This is an optimization exercise on Yosys and OpenROAD, whose aim is small area, a short achievable clock period and few clock cycles, not a production implementation. No functional check of the RTL was part of this run. Power figures rest on the tool's default switching activity, not on a simulated workload.

## run.sh

```bash
#!/bin/bash
# synth_recipe.tcl (not shown) runs the flow's synth.tcl, then flattens the netlist and writes it again
# the make line also repeats each setting of config.mk as NAME=value (left out here)
make -C /OpenROAD-flow-scripts/flow DESIGN_CONFIG=/design/flow/config.mk WORK_HOME=/design/flow/orfs CLKGATE_MAP_FILE= SYNTH_SCRIPT=/design/flow/synth_recipe.tcl finish
```

## config.mk

```make
export PLATFORM = sky130hd
export DESIGN_NAME = mac_seq_tile
export DESIGN_NICKNAME = mac_seq_tile
export VERILOG_FILES = /design/flow/design.v
export SDC_FILE = /design/flow/constraint.sdc
export NUM_CORES = 4
export LEC_CHECK = 0
export CAP_MARGIN = 20
export CORE_MARGIN = 2
export CORE_UTILIZATION = 40
export SLEW_MARGIN = 20
```

## constraint.sdc

```tcl
create_clock -name core_clock -period 20.0 [get_ports {clk}]
set_input_delay 4.0000 -clock core_clock [delete_from_list [all_inputs] [get_ports {clk}]]
set_output_delay 4.0000 -clock core_clock [all_outputs]
set_load 0.01 [all_outputs]
```

## design.v

```verilog
module mac_agen (
    input  wire        clk,
    input  wire        rst,
    input  wire [30:0] cfg,      
    input  wire        clear,    
    input  wire        adv,      
    output wire [7:0]  addr
);
    wire [8:0] base    = cfg[8:0];
    wire [8:0] step    = cfg[17:9];
    wire [8:0] len_m1  = cfg[26:18];
    wire [3:0] rev_cfg = cfg[30:27];
    wire [3:0] n       = (rev_cfg > 4'd9) ? 4'd9 : rev_cfg;
    reg [8:0] off;
    reg [8:0] rev_off;
    integer i;
    always @* begin
        rev_off = off;
        for (i = 0; i < 9; i = i + 1)
            if (i < n)
                rev_off[i] = off[n - 1 - i];
    end
    wire [8:0] sum = base + rev_off;
    assign addr = sum[7:0];
    wire [9:0] len      = {1'b0, len_m1} + 10'd1;
    wire [9:0] off_step = {1'b0, off} + {1'b0, step};
    wire [9:0] off_next = off_step % len;
    always @(posedge clk) begin
        if (rst || clear)
            off <= 9'd0;
        else if (adv)
            off <= off_next[8:0];
    end
endmodule
module mac_form_o (
    input  wire [39:0] acc,
    input  wire [4:0]  p,
    input  wire        sat,
    output reg  [15:0] o,
    output reg  [3:0]  rsb
);
    wire [4:0] pe = (p > 5'd24) ? 5'd24 : p;
    reg signed [40:0] q;
    reg [39:0]        mask;
    reg [39:0]        r;
    reg [39:0]        half;
    reg               done;
    integer           k;
    always @* begin
        q    = $signed({acc[39], acc}) >>> pe;
        mask = (40'd1 << pe) - 40'd1;
        r    = acc & mask;
        half = (pe == 5'd0) ? 40'd0 : (40'd1 << (pe - 5'd1));
        if (pe != 5'd0 && (r > half || (r == half && q[0])))
            q = q + 41'sd1;
        if (sat) begin
            if (q > 41'sd32767)
                o = 16'h7fff;
            else if (q < -41'sd32768)
                o = 16'h8000;
            else
                o = q[15:0];
        end else begin
            o = q[15:0];
        end
        rsb  = 4'd0;
        done = 1'b0;
        for (k = 14; k >= 0; k = k - 1) begin
            if (!done && o[k] == o[15])
                rsb = rsb + 4'd1;
            else
                done = 1'b1;
        end
    end
endmodule
module mac_seq_tile (
    input  wire        clk,
    input  wire        rst,
    input  wire        start,
    input  wire        a_signed,
    input  wire        b_signed,
    input  wire [30:0] ag0_cfg,
    input  wire [30:0] ag1_cfg,
    output wire        busy,
    output reg         done,
    output wire [5:0]  i_addr,
    input  wire [31:0] i_rdata,
    output wire [7:0]  x_addr,
    output wire        x_we,
    output wire [15:0] x_wdata,
    input  wire [15:0] x_rdata,
    output wire [7:0]  y_addr,
    output wire        y_we,
    output wire [15:0] y_wdata,
    input  wire [15:0] y_rdata,
    output reg  [39:0] acc,
    output reg  [15:0] out,
    output reg  [3:0]  bx,
    output reg         ovf,
    output reg         fault,
    output reg  [1:0]  fault_code,
    output reg  [5:0]  pc
);
    localparam [1:0] S_IDLE   = 2'd0,
                     S_FETCH  = 2'd1,
                     S_DECODE = 2'd2,
                     S_EXEC   = 2'd3;
    localparam [3:0] OP_NOP  = 4'h0, OP_LOAD = 4'h1, OP_MAC  = 4'h2, OP_MSU  = 4'h3,
                     OP_CLR  = 4'h4, OP_LDK0 = 4'h8, OP_LDK1 = 4'h9, OP_LOOP = 4'hA,
                     OP_JMP  = 4'hB, OP_BXCLR = 4'hC, OP_HALT = 4'hF;
    localparam [1:0] F_NONE = 2'd0, F_ILLEGAL = 2'd1, F_NESTED = 2'd2;
    reg [1:0]  state;
    reg [31:0] ir;
    reg [15:0] k0, k1, xr, yr;
    reg [3:0]  det;
    reg        lp_active;
    reg [5:0]  lp_start;
    reg [5:0]  lp_end;
    reg [9:0]  lp_left;      
    assign busy   = (state != S_IDLE);
    assign i_addr = pc;
    wire ag_clear = (state == S_IDLE) && start;
    wire adv0     = (state == S_EXEC) && ir[23];
    wire adv1     = (state == S_EXEC) && ir[22];
    mac_agen u_ag0 (.clk(clk), .rst(rst), .cfg(ag0_cfg), .clear(ag_clear), .adv(adv0), .addr(x_addr));
    mac_agen u_ag1 (.clk(clk), .rst(rst), .cfg(ag1_cfg), .clear(ag_clear), .adv(adv1), .addr(y_addr));
    wire [3:0] op  = ir[31:28];
    wire       fx  = ir[27];
    wire       fy  = ir[26];
    wire       wx  = ir[25];
    wire       wy  = ir[24];
    wire       wr  = ir[21];
    wire [15:0] o;
    wire [3:0]  o_rsb;
    mac_form_o u_form (.acc(acc), .p(ir[20:16]), .sat(ir[15]), .o(o), .rsb(o_rsb));
    wire [15:0] xr_new = fx ? x_rdata : xr;
    wire [15:0] yr_new = fy ? y_rdata : yr;
    reg [15:0] opa, opb;
    always @* begin
        opa = ir[14] ? yr_new : xr_new;
        case (ir[13:12])
            2'b00:   opb = yr_new;
            2'b01:   opb = k0;
            2'b10:   opb = k1;
            default: opb = xr_new;
        endcase
    end
    wire signed [16:0] opa_x = {a_signed & opa[15], opa};
    wire signed [16:0] opb_x = {b_signed & opb[15], opb};
    wire signed [33:0] prod  = opa_x * opb_x;
    wire signed [40:0] prod_x = {{7{prod[33]}}, prod};
    wire signed [40:0] acc_x  = {acc[39], acc};
    reg signed [40:0] exact;
    always @* begin
        case (op)
            OP_LOAD: exact = prod_x;
            OP_MAC:  exact = acc_x + prod_x;
            default: exact = acc_x - prod_x;
        endcase
    end
    wire acc_ovf = exact[40] ^ exact[39];
    wire is_mul = (op == OP_LOAD) || (op == OP_MAC) || (op == OP_MSU);
    wire o_used = wx || wy || wr;
    assign x_we    = (state == S_EXEC) && wx;
    assign y_we    = (state == S_EXEC) && wy;
    assign x_wdata = o;
    assign y_wdata = o;
    wire [31:0] cur     = (state == S_EXEC) ? ir : i_rdata;
    wire [3:0]  cur_op  = cur[31:28];
    wire [15:0] imm     = cur[15:0];
    wire [5:0]  pc_inc  = pc + 6'd1;
    wire [5:0]  jmp_tgt = imm[5:0];
    wire cur_illegal = (cur_op == 4'h5) || (cur_op == 4'h6) || (cur_op == 4'h7) ||
                       (cur_op == 4'hD) || (cur_op == 4'hE);
    wire is_arith    = (cur_op <= OP_CLR);
    wire [5:0] tgt_rel  = jmp_tgt - lp_start;
    wire [5:0] end_rel  = lp_end - lp_start;
    wire       jmp_out  = tgt_rel > end_rel;
    reg        nx_active;
    reg [5:0]  nx_start, nx_end;
    reg [9:0]  nx_left;
    reg [5:0]  nx_pc;
    reg        counts;
    reg        finish;       
    reg [1:0]  nx_fault;
    always @* begin
        nx_active = lp_active;
        nx_start  = lp_start;
        nx_end    = lp_end;
        nx_left   = lp_left;
        nx_pc     = pc_inc;
        counts    = 1'b1;
        finish    = 1'b0;
        nx_fault  = F_NONE;
        if (cur_illegal) begin
            finish   = 1'b1;
            nx_fault = F_ILLEGAL;
        end else if (cur_op == OP_HALT) begin
            finish = 1'b1;
        end else if (cur_op == OP_LOOP) begin
            counts = 1'b0;
            if (lp_active) begin
                finish   = 1'b1;
                nx_fault = F_NESTED;
            end else if (imm[15:10] == pc) begin
                finish   = 1'b1;
                nx_fault = F_ILLEGAL;
            end else begin
                nx_active = 1'b1;
                nx_start  = pc_inc;
                nx_end    = imm[15:10];
                nx_left   = imm[9:0];
            end
        end else if (cur_op == OP_JMP) begin
            counts = 1'b0;
            nx_pc  = jmp_tgt;
            if (lp_active && jmp_out)
                nx_active = 1'b0;
        end
        if (!finish && counts && lp_active && pc == lp_end) begin
            if (lp_left != 10'd0) begin
                nx_left = lp_left - 10'd1;
                nx_pc   = lp_start;
            end else begin
                nx_active = 1'b0;
                nx_pc     = lp_end + 6'd1;
            end
        end
    end
    always @(posedge clk) begin
        if (rst) begin
            state      <= S_IDLE;
            done       <= 1'b0;
            ir         <= 32'd0;
            acc        <= 40'd0;
            out        <= 16'd0;
            bx         <= 4'd15;
            det        <= 4'd15;
            ovf        <= 1'b0;
            fault      <= 1'b0;
            fault_code <= F_NONE;
            pc         <= 6'd0;
            k0         <= 16'd0;
            k1         <= 16'd0;
            xr         <= 16'd0;
            yr         <= 16'd0;
            lp_active  <= 1'b0;
            lp_start   <= 6'd0;
            lp_end     <= 6'd0;
            lp_left    <= 10'd0;
        end else begin
            done <= 1'b0;
            case (state)
                S_IDLE: begin
                    if (start) begin
                        state      <= S_FETCH;
                        pc         <= 6'd0;
                        fault      <= 1'b0;
                        fault_code <= F_NONE;
                        lp_active  <= 1'b0;
                    end
                end
                S_FETCH: begin
                    state <= S_DECODE;
                end
                S_DECODE: begin
                    ir <= i_rdata;
                    if (is_arith) begin
                        state <= S_EXEC;
                    end else begin
                        case (cur_op)
                            OP_LDK0:  k0 <= imm;
                            OP_LDK1:  k1 <= imm;
                            OP_BXCLR: begin det <= 4'd15; ovf <= 1'b0; end
                            OP_HALT:  bx <= det;
                            default: ;
                        endcase
                        if (finish) begin
                            state <= S_IDLE;
                            done  <= 1'b1;
                            if (nx_fault != F_NONE) begin
                                fault      <= 1'b1;
                                fault_code <= nx_fault;
                            end
                        end else begin
                            state     <= S_FETCH;
                            pc        <= nx_pc;
                            lp_active <= nx_active;
                            lp_start  <= nx_start;
                            lp_end    <= nx_end;
                            lp_left   <= nx_left;
                        end
                    end
                end
                S_EXEC: begin
                    xr <= xr_new;
                    yr <= yr_new;
                    if (wr)
                        out <= o;
                    if (o_used && o_rsb < det)
                        det <= o_rsb;
                    if (is_mul) begin
                        acc <= exact[39:0];
                        if (acc_ovf)
                            ovf <= 1'b1;
                    end else if (op == OP_CLR) begin
                        acc <= 40'd0;
                    end
                    state     <= S_FETCH;
                    pc        <= nx_pc;
                    lp_active <= nx_active;
                    lp_start  <= nx_start;
                    lp_end    <= nx_end;
                    lp_left   <= nx_left;
                end
            endcase
        end
    end
endmodule
```

==> out/qor.txt <==
All-Layer GR Usage -> 0.249
Core Util, Final -> 0.476
Core Area -> 98000 um2
Largest cells by area after synthesis -> fa_1 (16%), ha_1 (12%), dfxtp_1 (11%), nor2_1 (5.3%), nand2_1 (4.5%)
RSZ-0062 raised after global routing -> true
Startpoint Class -> input port
DRT iter0 DRCs -> 3208
Setup CP Type -> input port to register
RR Endpoint -> det[1]
Nets -> 6155
Hold buffers post-CTS -> 0
Largest stage delay, worst path -> 510 ps
Clock share of power -> 0.122
Post-synth EDFFs -> 0
Clock sinks -> 214
Pins Over Slew Limit -> 0
YS warnings -> 3
RR Startpoint -> ir[19]
Combinational power share -> 0.772
GR Overflow Total -> 0
Total die area -> 101000 um2
Vias in the first global route -> 36863
CTS tree -> built
CP arrival -> 19910 ps
CTS Buf Count -> 29
Global placement routability congestion -> 0.982
Worst min path class -> register to register
DR WL/cell -> 19.5 um
I/O pin total -> 259
Synth Flop Type -> dfxtp_1
Post-Syn Area -> 39400 um2
Count of input and output buffers -> 256
PwrDens -> 94.6 nW/um2
Cell row count -> 115
Post-synth ARST share -> 0
DP Wirelength -> 102000 um
Switching power -> 2140 uW
Final WL -> 130000 um
Final Hold Vio Count -> 0
Die W -> 318 um
Critical path's top delay family -> compound AO/OA/AOI/OAI gates
Cells after synthesis -> 4966
Clock root buffer -> clkbuf_16
Worst Skew -> 16.7 ps
Synth top area share -> 0.156
First-pass GRT wire length -> 205000 um
Final Instance Count excl. Fillers -> 6649
Setup violators final -> 0
Diodes inserted -> 0
First-pass DRT Iterations -> 8
Crit path capture -> u_ag0.off[1]
CP startpoint -> ag0_cfg[12]
Placed cell count -> 6548
Worst EP required -> 20520 ps
Most common cell after layout, fill and taps aside -> nor2_1
Crit Path Max Fanout -> 17
Minimum clock period after layout -> 19390 ps
Slowest CP cell -> clkdlybuf4s50_1
MaxCap Viol Count -> 0
Mean Syn Cell Area -> 7.93 um2
Flop2flop setup slack -> 1870 ps
Final ANT Viol Nets -> 0
Seq/Total Area, Yosys -> 0.109
Worst Path Buf+Inv -> 3
FMAX -> 0.0516 GHz
Static Leak -> 0.0201 uW
Status -> finished clean
P_int -> 2280 uW
Crit. End Element -> register
Initial antenna violation count -> 2
Clock Path Buffers -> 3
Largest net degree at the start of global routing -> 90
Worst-path clk slew -> 60 ps
Most frequent cells in the layout -> nor2_1 (553), nand2_1 (470), inv_1 (445)
Vias -> 37914
Die H -> 318 um
Via/cell ratio -> 5.70
R2R depth -> 75
Flop pwr share -> 0.106
Peak VDD IR -> 193 uV
Synth area leader -> fa_1
CP most frequent cell -> o21a_1
Slew Limit Headroom -> 0.204
Initial Util -> 0.402
Part of the cycle the worst path needs -> 0.969
H-tree depth -> 1
DR DRC count -> 0
WP depth -> 86
Clock latency on the worst-skew pair -> 600 ps
Share of layout cells above drive strength 1 -> 0.126
Area Overhead vs Synth -> 18.6%
Post-synthesis cell type count -> 111
Switch share -> 0.484
#FFs+latches synth -> 214
Worst Max-Slew Pin Slew -> 1190 ps
final cells by class:
| type | instances | area [um2] |
|---|---|---|
| Clock inverter | 16 | 214 |
| Clock buffer | 35 | 758 |
| Inverter | 453 | 1700 |
| Multi-Input combinational cell | 4056 | 32900 |
| Fill cell | 9629 | 51300 |
| Timing Repair Buffer | 588 | 5180 |
| Tap cell | 1287 | 1610 |
| Sequential cell | 214 | 4290 |
synth_stat cells (20+ instances only):
| cell type | n |
|---|---|
| nor3_1 | 134 |
| nand2_1 | 474 |
| nand4_1 | 35 |
| a211oi_1 | 139 |
| a22oi_1 | 48 |
| a21o_1 | 70 |
| o21ai_0 | 208 |
| o22ai_1 | 20 |
| xnor2_1 | 181 |
| o31ai_1 | 32 |
| nand2b_1 | 43 |
| a21oi_1 | 269 |
| o211ai_1 | 20 |
| a31oi_1 | 31 |
| nor2b_1 | 42 |
| nor2_1 | 558 |
| dfxtp_1 | 214 |
| ha_1 | 376 |
| mux2_2 | 75 |
| xor2_1 | 89 |
| fa_1 | 306 |
| buf_4 | 36 |
| and2_1 | 63 |
| or3_1 | 35 |
| mux2i_1 | 161 |
| nand3_1 | 88 |
| buf_1 | 28 |
| o21a_1 | 95 |
| a221oi_1 | 39 |
| inv_1 | 448 |
| o21bai_1 | 28 |
| o21ai_1 | 22 |
| clkbuf_1 | 167 |
| mux4_2 | 42 |
| nor4_1 | 29 |
| and3_1 | 32 |
through the flow:
stage	setup slack (ps)	instance area [um2]	power (uW)	TNS (ps)	hold WS, ps
floorplan	37.5	39500	2960	0	452
global placement	-661	44700	3710	-9570	444
detailed placement	-873	44700	3760	-13320	450
CTS	-10.8	45700	4320	-10.8	459
global route	-205	46700	4830	-2720	492
finish	612	46700	4410	0	459
routing by layer:
layer | GRT usage | wire (um) | vias up
met5 | 0 | 13 | -
met4 | 0.0710 | 4150 | 2
met3 | 0.0357 | 8710 | 237
met2 | 0.398 | 57700 | 1340
met1 | 0.348 | 59000 | 18148
li1 | - | - | 18187
power groups by stage:
stage                     Clock, uW  Sequential [uW]  Combinational, uW
after floorplan                   0              464               2500
after global placement            0              474               3230
after detailed placement          0              474               3280
after CTS                       552              465               3300
after global routing            569              468               3790
final                           539              466               3410
registers in the layout (all words and copies together) (netlist names), 9 cells and up:
| register | flops |
|---|---|
| u_ag1.off | 9 |
| out | 16 |
| lp_left | 10 |
| k0 | 16 |
| yr | 16 |
| ir | 32 |
| u_ag0.off | 9 |
| k1 | 16 |
| acc | 40 |
| xr | 16 |
how the worst min path moves through the flow:
stage | cells past startpoint | slack [ps] | to | startpoint
after CTS | 2 | 460 | out[12] | out[12]
after detailed placement | 2 | 450 | out[12] | out[12]
after floorplan | 2 | 450 | ir[22] | ir[22]
after global placement | 2 | 440 | out[15] | out[15]
after global routing | 2 | 490 | out[12] | out[12]
final | 2 | 460 | out[12] | out[12]
worst register-to-register path: cells and delay by family (launching register included):
kind / cells / cell delay (ps)
adders and majority gates: 15 / 4410
AOI/OAI and AO/OA: 22 / 4540
DFF: 1 / 390
buffers and inverters: 8 / 1230
and+or+nand+nor: 22 / 5600
xor gates and xnor gates: 2 / 330
muxes: 6 / 1510
kinds of logic (layout without fill, tap and decap cells):
family,after synthesis,after routing,synth area share
muxes,278,278,0.0864
AOI/OAI and AO/OA,1185,1185,0.203
buffers and inverters,706,1092,0.0729
adders and majority gates,682,682,0.275
DFF,214,214,0.109
xor gates and xnor gates,273,273,0.0617
other,2,12,0.000191
and+or+nand+nor,1626,1626,0.192
timing repair:
action / 4_1_cts / 5_1_grt
setup buffers: 2 / 45
cloned: 0 / 3
setup endpoints to repair: 18 / 18
pin swaps: 4 / 137
resized for setup: 10 / 132

## port drivers added, routing unchanged
In the flow no input, the clock included, has a driving cell. The finished layout below was timed again as built, in two steps. Step 1, drivers: a clkbuf_16 drives clk and a buf_2 each remaining input, both assumed. Step 2 also shifts input and output timing later by t, the mid clock arrival at the registers, as if the neighbouring blocks saw the same clock. Three values: ideal ports, drivers, drivers and shift; two values: the first two.
shift t [ns]: 0.659
setup slack, ns: 0.612 / 0.650 / -0.009
hold WS [ns]: 0.459 / 0.459 / 0.459
worst setup path at the end: input to register
worst slew at a driven data input, ns: 0.12
With both steps, setup timing fails in this run, where it was met with ideal ports. The setup slack of this run moves by +0.038 ns with the drivers and by -0.621 ns with both steps.
